Context: an optimization exercise on an open-source flow, tuned for small area, a short achievable clock period and few clock cycles per item. The choices shown serve that exercise and are no tape-out recipe. RTL that was checked went through simulation tests only; none was proved equivalent to the original. No activity file was given, so power comes from the tool's default toggle rates.

==> inputs of v12 <==
## conf_raymap
module conf_raymap (
    input  wire        clk,
    input  wire        rst,
    input  wire [12:0] cfg_hogels_x,
    input  wire [12:0] cfg_hogels_y,
    input  wire [4:0]  cfg_views_u,
    input  wire [4:0]  cfg_views_v,
    input  wire [1:0]  cfg_lens_type,
    input  wire [1:0]  cfg_layout,
    input  wire [1:0]  cfg_view_flip,
    input  wire [7:0]  cfg_slant_p,
    input  wire [4:0]  cfg_slant_q,
    input  wire [14:0] cfg_pitch_x,
    input  wire [14:0] cfg_pitch_y,
    input  wire        req_valid,
    output wire        req_ready,
    input  wire [15:0] req_px,
    input  wire [15:0] req_py,
    input  wire [1:0]  req_k,
    output wire        map_req,
    output wire [23:0] map_addr,
    input  wire        map_ack,
    input  wire [63:0] map_data,
    output wire        res_valid,
    input  wire        res_ready,
    output wire [1:0]  res_kind,
    output wire [29:0] res_ray,
    output wire [1:0]  res_colour
);
    localparam [1:0] K_MAPPED = 2'd0, K_UNMAPPED = 2'd1, K_BLACK = 2'd2;
    reg [12:0] c_hx, c_hy;
    reg [4:0]  c_nu, c_nv;
    reg [1:0]  c_lens, c_lay, c_flip;
    reg [5:0]  c_pabs;
    reg        c_pneg;
    reg [4:0]  c_q;
    reg [14:0] c_px, c_py;
    reg [8:0]  c_nuv;
    wire [7:0] pneg_in = 8'd0 - cfg_slant_p;
    always @(posedge clk) begin
        if (rst) begin
            c_hx   <= cfg_hogels_x;
            c_hy   <= cfg_hogels_y;
            c_nu   <= cfg_views_u;
            c_nv   <= cfg_views_v;
            c_lens <= cfg_lens_type;
  ...
export LEC_CHECK = 0
export ABC_CLOCK_PERIOD_IN_PS = 5000
export CAP_MARGIN = 20
export CORE_MARGIN = 2
export CORE_UTILIZATION = 40
export SLEW_MARGIN = 20
create_clock -name core_clock -period 20.0 [get_ports {clk}]
run.sh (not shown) runs the stock make flow with config.mk's settings and CLKGATE_MAP_FILE= SYNTH_SCRIPT=/design/flow/synth_recipe.tcl, a recipe that flattens the netlist after the stock synthesis.
==> inputs of v11, as changes to v12 <==
--- a/flow/design.v
+++ b/flow/design.v
@@ -12,47 +12,42 @@
     output wire        [14:0] rem
 );
     reg [14:0] r;
     reg [31:0] q;
     reg [14:0] d;
-    reg [16:0] d3;
     reg        ng;
     reg [3:0]  cnt;
-    function [16:0] step4;    
+    function [15:0] step;    
         input [14:0] rr;
-        input [1:0]  b;
+        input        b;
         input [14:0] dd;
-        input [16:0] dd3;
-        reg   [16:0] t;
-        reg   [17:0] s1, s2, s3;
+        reg   [15:0] t;
+        reg   [16:0] s;
         begin
-            t  = {rr, b};
-            s1 = {1'b0, t} - {3'b0, dd};
-            s2 = {1'b0, t} - {2'b0, dd, 1'b0};
-            s3 = {1'b0, t} - {1'b0, dd3};
-            if (!s3[17])      step4 = {2'd3, s3[14:0]};
-            else if (!s2[17]) step4 = {2'd2, s2[14:0]};
-            else if (!s1[17]) step4 = {2'd1, s1[14:0]};
-            else              step4 = {2'd0, t[14:0]};
+            t = {rr, b};
+            s = {1'b0, t} - {2'b0, dd};
+            if (s[16]) step = {1'b0, t[14:0]};
+            else       step = {1'b1, s[14:0]};
         end
     endfunction
-    wire [16:0] s_hi = step4(r,           q[31:30], d, d3);
-    wire [16:0] s_lo = step4(s_hi[14:0],  q[29:28], d, d3);
+    wire [15:0] s3 = step(r,        q[31], d);
+    wire [15:0] s2 = step(s3[14:0], q[30], d);
+    wire [15:0] s1 = step(s2[14:0], q[29], d);
+    wire [15:0] s0 = step(s1[14:0], q[28], d);
     always @(posedge clk) begin
         if (rst) begin
             busy <= 1'b0;
         end else if (start) begin
             r    <= r0;
             q    <= q0;
             d    <= divisor;
-            d3   <= {2'b0, divisor} + {1'b0, divisor, 1'b0};
             ng   <= neg;
             cnt  <= cycles;
             busy <= 1'b1;
         end else if (busy) begin
-            r   <= s_lo[14:0];
-            q   <= {q[27:0], s_hi[16:15], s_lo[16:15]};
+            r   <= s0[14:0];
+            q   <= {q[27:0], s3[15], s2[15], s1[15], s0[15]};
             cnt <= cnt - 4'd1;
             if (cnt == 4'd1) busy <= 1'b0;
         end
     end
     wire rnz = (r != 15'd0);
@@ -255,16 +250,12 @@
     wire [15:0] r768 = {1'b0, L_axr} + {1'b0, k768r};
     wire        c256 = (r256 >= {1'b0, c_px});
     wire        c768 = (r768 >= {1'b0, c_px});
     wire [14:0] ar256 = c256 ? (r256[14:0] - c_px) : r256[14:0];
     wire [14:0] ar768 = c768 ? (r768[14:0] - c_px) : r768[14:0];
-    wire [27:0] aq256a = L_axq + {2'd0, k256q};
-    wire [27:0] aq256b = L_axq + {2'd0, k256q} + 28'd1;
-    wire [27:0] aq768a = L_axq + {2'd0, k768q};
-    wire [27:0] aq768b = L_axq + {2'd0, k768q} + 28'd1;
-    wire [27:0] aq256 = c256 ? aq256b : aq256a;
-    wire [27:0] aq768 = c768 ? aq768b : aq768a;
+    wire [27:0] aq256 = L_axq + {2'd0, k256q} + {27'd0, c256};
+    wire [27:0] aq768 = L_axq + {2'd0, k768q} + {27'd0, c768};
     wire [27:0] axq_n = u256 ? aq256 : u768 ? aq768 : L_axq;
     wire [14:0] axr_n = u256 ? ar256 : u768 ? ar768 : L_axr;
     wire signed [32:0] x256 = L_x + 33'sd256;
     wire signed [32:0] x768 = L_x + 33'sd768;
     wire signed [32:0] xn   = u256 ? x256 : u768 ? x768 : L_x;
@@ -602,29 +593,29 @@
     wire [3:0]  nv1 = c_nv[3:0] - 4'd1;
     wire [3:0]  up  = s_ua ? 4'd0 : s_oa ? nu1 : upm[19:16];
     wire [3:0]  vp  = s_ub ? 4'd0 : s_ob ? nv1 : vpm[19:16];
     wire [3:0]  vu  = c_flip[0] ? (nu1 - up) : up;
     wire [3:0]  vv  = c_flip[1] ? (nv1 - vp) : vp;
+    wire [8:0]  vvnu = vv * c_nu;
+    wire [8:0]  voff = vvnu + {5'd0, vu};
     reg  [1:0]  w_kind, w_col;
-    reg  [3:0]  w_vu, w_vv;
+    reg  [8:0]  w_off;
     reg  [29:0] w_rb;
     always @(posedge clk) begin
         if (rst) begin
             v5 <= 1'b0;
         end else if (en) begin
             v5 <= v4;
         end
         if (en) begin
             w_kind <= s_kind;
             w_col  <= s_col;
-            w_vu   <= vu;
-            w_vv   <= vv;
+            w_off  <= voff;
             w_rb   <= s_rb;
         end
     end
-    wire [8:0]  w_vvnu = w_vv * c_nu;
-    wire [29:0] w_ray = (w_kind == K_MAPPED) ? (w_rb + {21'd0, w_vvnu} + {26'd0, w_vu}) : 30'd0;
+    wire [29:0] w_ray = (w_kind == K_MAPPED) ? (w_rb + {21'd0, w_off}) : 30'd0;
     reg         vo;
     reg  [1:0]  o_kind, o_col, k_kind, k_col;
     reg  [29:0] o_ray, k_ray;
     wire        o_free = !vo || res_ready;
     always @(posedge clk) begin
==> inputs of v39, as changes to v12 <==
--- a/flow/design.v
+++ b/flow/design.v
@@ -12,47 +12,42 @@
     output wire        [14:0] rem
 );
     reg [14:0] r;
     reg [31:0] q;
     reg [14:0] d;
-    reg [16:0] d3;
     reg        ng;
     reg [3:0]  cnt;
-    function [16:0] step4;    
+    function [15:0] step;    
         input [14:0] rr;
-        input [1:0]  b;
+        input        b;
         input [14:0] dd;
-        input [16:0] dd3;
-        reg   [16:0] t;
-        reg   [17:0] s1, s2, s3;
+        reg   [15:0] t;
+        reg   [16:0] s;
         begin
-            t  = {rr, b};
-            s1 = {1'b0, t} - {3'b0, dd};
-            s2 = {1'b0, t} - {2'b0, dd, 1'b0};
-            s3 = {1'b0, t} - {1'b0, dd3};
-            if (!s3[17])      step4 = {2'd3, s3[14:0]};
-            else if (!s2[17]) step4 = {2'd2, s2[14:0]};
-            else if (!s1[17]) step4 = {2'd1, s1[14:0]};
-            else              step4 = {2'd0, t[14:0]};
+            t = {rr, b};
+            s = {1'b0, t} - {2'b0, dd};
+            if (s[16]) step = {1'b0, t[14:0]};
+            else       step = {1'b1, s[14:0]};
         end
     endfunction
-    wire [16:0] s_hi = step4(r,           q[31:30], d, d3);
-    wire [16:0] s_lo = step4(s_hi[14:0],  q[29:28], d, d3);
+    wire [15:0] s3 = step(r,        q[31], d);
+    wire [15:0] s2 = step(s3[14:0], q[30], d);
+    wire [15:0] s1 = step(s2[14:0], q[29], d);
+    wire [15:0] s0 = step(s1[14:0], q[28], d);
     always @(posedge clk) begin
         if (rst) begin
             busy <= 1'b0;
         end else if (start) begin
             r    <= r0;
             q    <= q0;
             d    <= divisor;
-            d3   <= {2'b0, divisor} + {1'b0, divisor, 1'b0};
             ng   <= neg;
             cnt  <= cycles;
             busy <= 1'b1;
         end else if (busy) begin
-            r   <= s_lo[14:0];
-            q   <= {q[27:0], s_hi[16:15], s_lo[16:15]};
+            r   <= s0[14:0];
+            q   <= {q[27:0], s3[15], s2[15], s1[15], s0[15]};
             cnt <= cnt - 4'd1;
             if (cnt == 4'd1) busy <= 1'b0;
         end
     end
     wire rnz = (r != 15'd0);
@@ -255,16 +250,12 @@
     wire [15:0] r768 = {1'b0, L_axr} + {1'b0, k768r};
     wire        c256 = (r256 >= {1'b0, c_px});
     wire        c768 = (r768 >= {1'b0, c_px});
     wire [14:0] ar256 = c256 ? (r256[14:0] - c_px) : r256[14:0];
     wire [14:0] ar768 = c768 ? (r768[14:0] - c_px) : r768[14:0];
-    wire [27:0] aq256a = L_axq + {2'd0, k256q};
-    wire [27:0] aq256b = L_axq + {2'd0, k256q} + 28'd1;
-    wire [27:0] aq768a = L_axq + {2'd0, k768q};
-    wire [27:0] aq768b = L_axq + {2'd0, k768q} + 28'd1;
-    wire [27:0] aq256 = c256 ? aq256b : aq256a;
-    wire [27:0] aq768 = c768 ? aq768b : aq768a;
+    wire [27:0] aq256 = L_axq + {2'd0, k256q} + {27'd0, c256};
+    wire [27:0] aq768 = L_axq + {2'd0, k768q} + {27'd0, c768};
     wire [27:0] axq_n = u256 ? aq256 : u768 ? aq768 : L_axq;
     wire [14:0] axr_n = u256 ? ar256 : u768 ? ar768 : L_axr;
     wire signed [32:0] x256 = L_x + 33'sd256;
     wire signed [32:0] x768 = L_x + 33'sd768;
     wire signed [32:0] xn   = u256 ? x256 : u768 ? x768 : L_x;
@@ -602,29 +593,29 @@
     wire [3:0]  nv1 = c_nv[3:0] - 4'd1;
     wire [3:0]  up  = s_ua ? 4'd0 : s_oa ? nu1 : upm[19:16];
     wire [3:0]  vp  = s_ub ? 4'd0 : s_ob ? nv1 : vpm[19:16];
     wire [3:0]  vu  = c_flip[0] ? (nu1 - up) : up;
     wire [3:0]  vv  = c_flip[1] ? (nv1 - vp) : vp;
+    wire [8:0]  vvnu = vv * c_nu;
+    wire [8:0]  voff = vvnu + {5'd0, vu};
     reg  [1:0]  w_kind, w_col;
-    reg  [3:0]  w_vu, w_vv;
+    reg  [8:0]  w_off;
     reg  [29:0] w_rb;
     always @(posedge clk) begin
         if (rst) begin
             v5 <= 1'b0;
         end else if (en) begin
             v5 <= v4;
         end
         if (en) begin
             w_kind <= s_kind;
             w_col  <= s_col;
-            w_vu   <= vu;
-            w_vv   <= vv;
+            w_off  <= voff;
             w_rb   <= s_rb;
         end
     end
-    wire [8:0]  w_vvnu = w_vv * c_nu;
-    wire [29:0] w_ray = (w_kind == K_MAPPED) ? (w_rb + {21'd0, w_vvnu} + {26'd0, w_vu}) : 30'd0;
+    wire [29:0] w_ray = (w_kind == K_MAPPED) ? (w_rb + {21'd0, w_off}) : 30'd0;
     reg         vo;
     reg  [1:0]  o_kind, o_col, k_kind, k_col;
     reg  [29:0] o_ray, k_ray;
     wire        o_free = !vo || res_ready;
     always @(posedge clk) begin
==> flow/flow/run.sh (new file) <==
#!/bin/bash
# Standard layout, with timing repair aiming well below the clock period.
set -euo pipefail
export SETUP_SLACK_MARGIN=${MARGIN:-12}
bash standard.sh > standard.log 2>&1
==> flow/standard.sh (new file) <==
#!/bin/bash
# synth_recipe.tcl (not shown) runs the flow's synth.tcl, then flattens the netlist and writes it again
# the make line also repeats each setting of config.mk as NAME=value (left out here)
make -C /OpenROAD-flow-scripts/flow DESIGN_CONFIG=/design/flow/config.mk WORK_HOME=/design/flow/orfs CLKGATE_MAP_FILE= SYNTH_SCRIPT=/design/flow/synth_recipe.tcl "${@:-finish}"
TNS_END_PERCENT = 100   (was default)
removed: flow/run.sh
==> qor summary <==
quantity	v39	v11	v12
Run status	complete, no violations	complete, no violations	complete, no violations
Clock Skew	0.06425 ns	0.07123 ns	0.07555 ns
Post-synthesis share of cell area spent on full adders, half adders and majority gates	0.2263	0.2263	0.2238
Worst slew margin	0.06495	0.1522	0.1483
Antenna violations before repair	42	32	12
Initial cell density of the core	0.4020	0.4020	0.4013
Via count of the first global-routing pass	112800	108600	116800
Total cell area at the placement stage	0.1707 mm²	0.1700 mm²	0.1784 mm²
Min Hold Slack	0.3976 ns	0.4080 ns	0.4080 ns
Row Count	232	232	238
Nets in the synthesized netlist	16820	16820	17980
Routed wire length per instance	25.13 µm	23.30 µm	23.37 µm
Post-layout instance count excluding filler cells	20810	20080	21440
Max Freq	91.94 MHz	69.17 MHz	96.60 MHz
CTS Buf Count	262	264	265
Logic power comb	21.4 mW	14.8 mW	12.5 mW
Finished Cell Area	0.1910 mm²	0.1784 mm²	0.1872 mm²
Final core utilization	0.4778	0.4463	0.4459
Mux contribution to synthesized area	0.02283	0.02283	0.01645
GR Layer Usage met1	0.3122	0.2941	0.2985
Flip-flop and latch power	6.72 mW	6.73 mW	6.74 mW
Wl on met1	203700 µm	191600 µm	204800 µm
Number of diodes	8	11	8
1st-iter DRT viols	11070	9369	10090
Area fraction in compound gates after synthesis	0.1023	0.1023	0.1170
Power share of the clock group	0.146	0.180	0.207
# placed instances	19620	19600	20950
No functional check of the RTL was part of any run of this note.


==> run H: inputs <==
conf_raymap, a different RTL version from the one above (not shown whole).
clock: 20.0 ns
lec_check: 0
abc_clock_period_in_ps: 5000
cap_margin: 20
core_margin: 2
core_utilization: 40
slew_margin: 20
tns_end_percent: 100
standard.sh (not shown) runs the stock make flow with config.mk's settings and CLKGATE_MAP_FILE= SYNTH_SCRIPT=/design/flow/synth_recipe.tcl, a recipe that flattens the netlist after the stock synthesis.
==> flow/flow/run.sh <==
#!/bin/bash
# Standard layout, with timing repair aiming well below the clock period.
set -euo pipefail
export SETUP_SLACK_MARGIN=${MARGIN:-10}
bash standard.sh > standard.log 2>&1
==> inputs of run B, as changes to run H <==
--- a/flow/design.v
+++ b/flow/design.v
@@ -237,13 +237,15 @@
     reg  [29:0] c_rb   [0:2];
     reg         c_wide [0:2];    
     localparam [3:0] S_PRE = 4'd0, S_PREW = 4'd1, S_RUN = 4'd2,
                      S_LR0 = 4'd3, S_LR1 = 4'd4, S_LR2 = 4'd5, S_LR3 = 4'd6,
                      S_AXR = 4'd7, S_AXW = 4'd8, S_PRE2 = 4'd9, S_RS0 = 4'd10,
-                     S_RS1 = 4'd11, S_LR2B = 4'd12, S_AXC = 4'd13, S_AXC2 = 4'd14;
+                     S_RS1 = 4'd11, S_LR2B = 4'd12, S_AXC = 4'd13, S_AXC2 = 4'd14,
+                     S_PRE3 = 4'd15;
     reg [3:0] state;
     reg         t_yout, t_rbok, t_lr;
+    reg  [1:0]  t_c3;
     reg  [11:0] t_ohy;
     localparam [1:0] FE_IDLE = 2'd0, FE_RD = 2'd1, FE_ST = 2'd2, FE_W = 2'd3;
     reg  [1:0]  fe;
     reg         f_pf;
     wire        lr_want;
@@ -354,11 +356,13 @@
                              - ((lens2 && L_hy[0]) ? $signed({19'd0, hpx}) : 33'sd0);
     wire        rs_ok  = L_v && L_ayv && ({1'b0, h_py} == {1'b0, L_py} + 17'd1);
     wire [15:0] ys     = {1'b0, L_yr} + {1'b0, kdyr};
     wire        cy     = (ys >= {1'b0, c_py});
     wire [14:0] yr_n   = cy ? (ys[14:0] - c_py) : ys[14:0];
-    wire [28:0] ay_n   = {1'b0, L_hy, L_ylow} + {4'd0, kdyq} + {28'd0, cy};
+    wire [28:0] ay_na  = {1'b0, L_hy, L_ylow} + {4'd0, kdyq};
+    wire [28:0] ay_nb  = {1'b0, L_hy, L_ylow} + {4'd0, kdyq} + 29'd1;
+    wire [28:0] ay_n   = cy ? ay_nb : ay_na;
     wire [11:0] hy_n   = ay_n[27:16];
     wire [5:0]  ss     = {1'b0, L_sr} + {1'b0, kdsr};
     wire        csl    = (ss >= {1'b0, c_q});
     wire [4:0]  sr_n   = csl ? (ss[4:0] - c_q) : ss[4:0];
     wire signed [31:0] s_n = L_s + kdsq + $signed({31'd0, csl});
@@ -441,13 +445,17 @@
                 S_PREW: if (!dx_busy && !dy_busy) begin
                     k256q <= dx_quot[25:0]; k256r <= dx_rem;
                     kdyq  <= dy_quot[24:0]; kdyr  <= dy_rem;
                     state <= S_PRE2;
                 end
-                S_PRE2: if (!dx_busy) begin
-                    k768q <= {k256q[24:0], 1'b0} + k256q + {24'd0, c3};
-                    k768r <= r3w[14:0] - ((c3 == 2'd2) ? {c_px[13:0], 1'b0} : (c3 == 2'd1) ? c_px : 15'd0);
+                S_PRE2: begin
+                    t_c3  <= c3;
+                    state <= S_PRE3;
+                end
+                S_PRE3: if (!dx_busy) begin
+                    k768q <= {k256q[24:0], 1'b0} + k256q + {24'd0, t_c3};
+                    k768r <= r3w[14:0] - ((t_c3 == 2'd2) ? {c_px[13:0], 1'b0} : (t_c3 == 2'd1) ? c_px : 15'd0);
                     kdsq  <= lens0 ? dx_quot[15:0] : 16'sd0;
                     kdsr  <= lens0 ? dx_rem[4:0] : 5'd0;
                     state <= S_RUN;
                 end
                 S_RUN: begin
@@ -649,35 +657,44 @@
     end
     wire [15:0] ca_s = {1'b0, e_xr} + {1'b0, c_ear[e_cs]};
     wire [15:0] cb_s = {1'b0, e_yr} + {1'b0, c_ebr[e_cs]};
     wire        ca   = (ca_s >= {1'b0, c_px});
     wire        cb   = (cb_s >= {1'b0, c_py});
-    reg         a_ca, a_cb;
+    reg         a_ca, a_cb, a_lo;
+    reg  signed [17:0] a_mA, a_mB;
+    wire signed [33:0] sum_a = $signed({18'd0, e_xlow}) + c_eaq[e_cs];
+    wire signed [33:0] sum_b = $signed({18'd0, e_ylow}) + c_ebq[e_cs];
+    wire        nwide = (e_kind == K_MAPPED) && c_wide[e_cs];
     always @(posedge clk) begin
         if (rst) begin
             v2 <= 1'b0;
         end else if (e_adv) begin
             v2 <= v1;
         end
         if (e_adv) begin
             a_kind <= e_kind;
             a_col  <= e_col;
-            a_a    <= $signed({18'd0, e_xlow}) + c_eaq[e_cs];
-            a_b    <= $signed({18'd0, e_ylow}) + c_ebq[e_cs];
+            a_a    <= sum_a;
+            a_b    <= sum_b;
+            a_mA   <= nwide ? $signed({sum_a[33], sum_a[33:17]}) : sum_a[17:0];
+            a_mB   <= nwide ? $signed({sum_b[33], sum_b[33:17]}) : sum_b[17:0];
+            a_lo   <= !nwide;
             a_ca   <= ca;
             a_cb   <= cb;
             a_rot  <= c_rot[e_cs];
             a_scl  <= c_scl[e_cs];
             a_rb   <= c_rb[e_cs];
-            wide_a <= (e_kind == K_MAPPED) && c_wide[e_cs];
+            wide_a <= nwide;
+        end else if (en && hold) begin
+            a_mA   <= $signed({1'b0, a_a[16:0]});
+            a_mB   <= $signed({1'b0, a_b[16:0]});
+            a_lo   <= 1'b1;
         end
     end
-    wire        lo_pass = !(wide_a && !ph);
-    wire signed [17:0] m_A = !lo_pass ? $signed({a_a[33], a_a[33:17]}) :
-                             wide_a ? $signed({1'b0, a_a[16:0]}) : a_a[17:0];
-    wire signed [17:0] m_B = !lo_pass ? $signed({a_b[33], a_b[33:17]}) :
-                             wide_a ? $signed({1'b0, a_b[16:0]}) : a_b[17:0];
+    wire        lo_pass = a_lo;
+    wire signed [17:0] m_A = a_mA;
+    wire signed [17:0] m_B = a_mB;
     wire signed [12:0] sc1 = $signed({a_scl[11], a_scl});
     wire signed [35:0] pya = (lo_pass && a_ca) ? 36'sd65536 + sc1 : 36'sd0;
     wire signed [35:0] pyb = (lo_pass && a_cb) ? 36'sd65536 + sc1 : 36'sd0;
     wire signed [35:0] pra = (lo_pass && a_ca) ? $signed({{24{a_rot[11]}}, a_rot}) : 36'sd0;
     wire signed [35:0] prb = (lo_pass && a_cb) ? $signed({{24{a_rot[11]}}, a_rot}) : 36'sd0;
==> flow/flow/run.sh (replaced) <==
#!/bin/bash
# Standard layout, with timing repair aiming well below the clock period.
set -euo pipefail
export SETUP_SLACK_MARGIN=${MARGIN:-11}
bash standard.sh > standard.log 2>&1
==> notes <==
Of run B and run H, run H has the higher sequential share of layout area (gap 0.35 points).
In run H the clock power is lower than in run B, by about 2%.
Between run B and run H, the lower power is in run H (gap 2.8%, measured against run H).
Between run B and run H, the lower critical path depth is in run B (gap 13).
Of run B and run H, run B has the higher clock skew (gap 0.078 ns).
Count of clock-buffer cells in the layout: run B is lower than run H (16).
==> figures <==
| quantity | run H | run B |
|---|---|---|
| Run status | timing/DRC/antenna clean | timing/DRC/antenna clean |
| Share of cell area taken by flip-flops and latches | 0.365 | 0.362 |
| Crit path depth | 37 | 24 |
| Switching share of power | 0.410 | 0.420 |
| Post-synthesis cell count | 18400 | 18600 |
| Area of the multi-input gates | 107000 sq um | 109000 sq um |
| Yosys reg bits | 2656 | 2661 |
| Comb group | 12.9 mW | 13.5 mW |
| Diodes inserted | 19 | 28 |
| Internal | 15.5 mW | 15.7 mW |
| Post-Place Worst Slack | 10.41 ns | 10.39 ns |
| Compound-cell area share of the yosys netlist | 0.110 | 0.116 |
| Share of final-layout standard cells stronger than drive strength 1 | 0.0548 | 0.0548 |
Testbench counts of run B, summed over its fixed seeds: cycles 18,314, items 11,520.
The RTL of run H was laid out without a check of its function.

[what the ideal ports hide]
Ports are ideal in the flow. The routed layouts listed here were re-timed in OpenROAD. Step 1, drivers: a clkbuf_16 drives clk and a buf_2 each remaining input, both assumed. Step 2 also shifts input and output timing later by t, the mid clock arrival at the registers, as if the neighbouring blocks saw the same clock. a / b / c = no drivers / after step 1 / after step 2; a / b = the first two.
| run | t (ns) | setup slack, ns | worst setup path at the end | cell pins on the clock port's net |
|---|---|---|---|---|
| v12 | 1.013 | 9.648 / 9.648 / 9.648 | register to register | 1 |
| v11 | 1.003 | 5.542 / 5.542 / 5.542 | register to register | 1 |
| v39 | 1.004 | 9.123 / 9.123 / 9.123 | register to register | 1 |
| run H | 1.070 | 10.269 / 10.269 / 10.269 | register to register | 1 |
| run B | 1.105 | 11.501 / 11.501 / 11.501 | register to register | 1 |
After both steps every run listed still meets setup and hold.
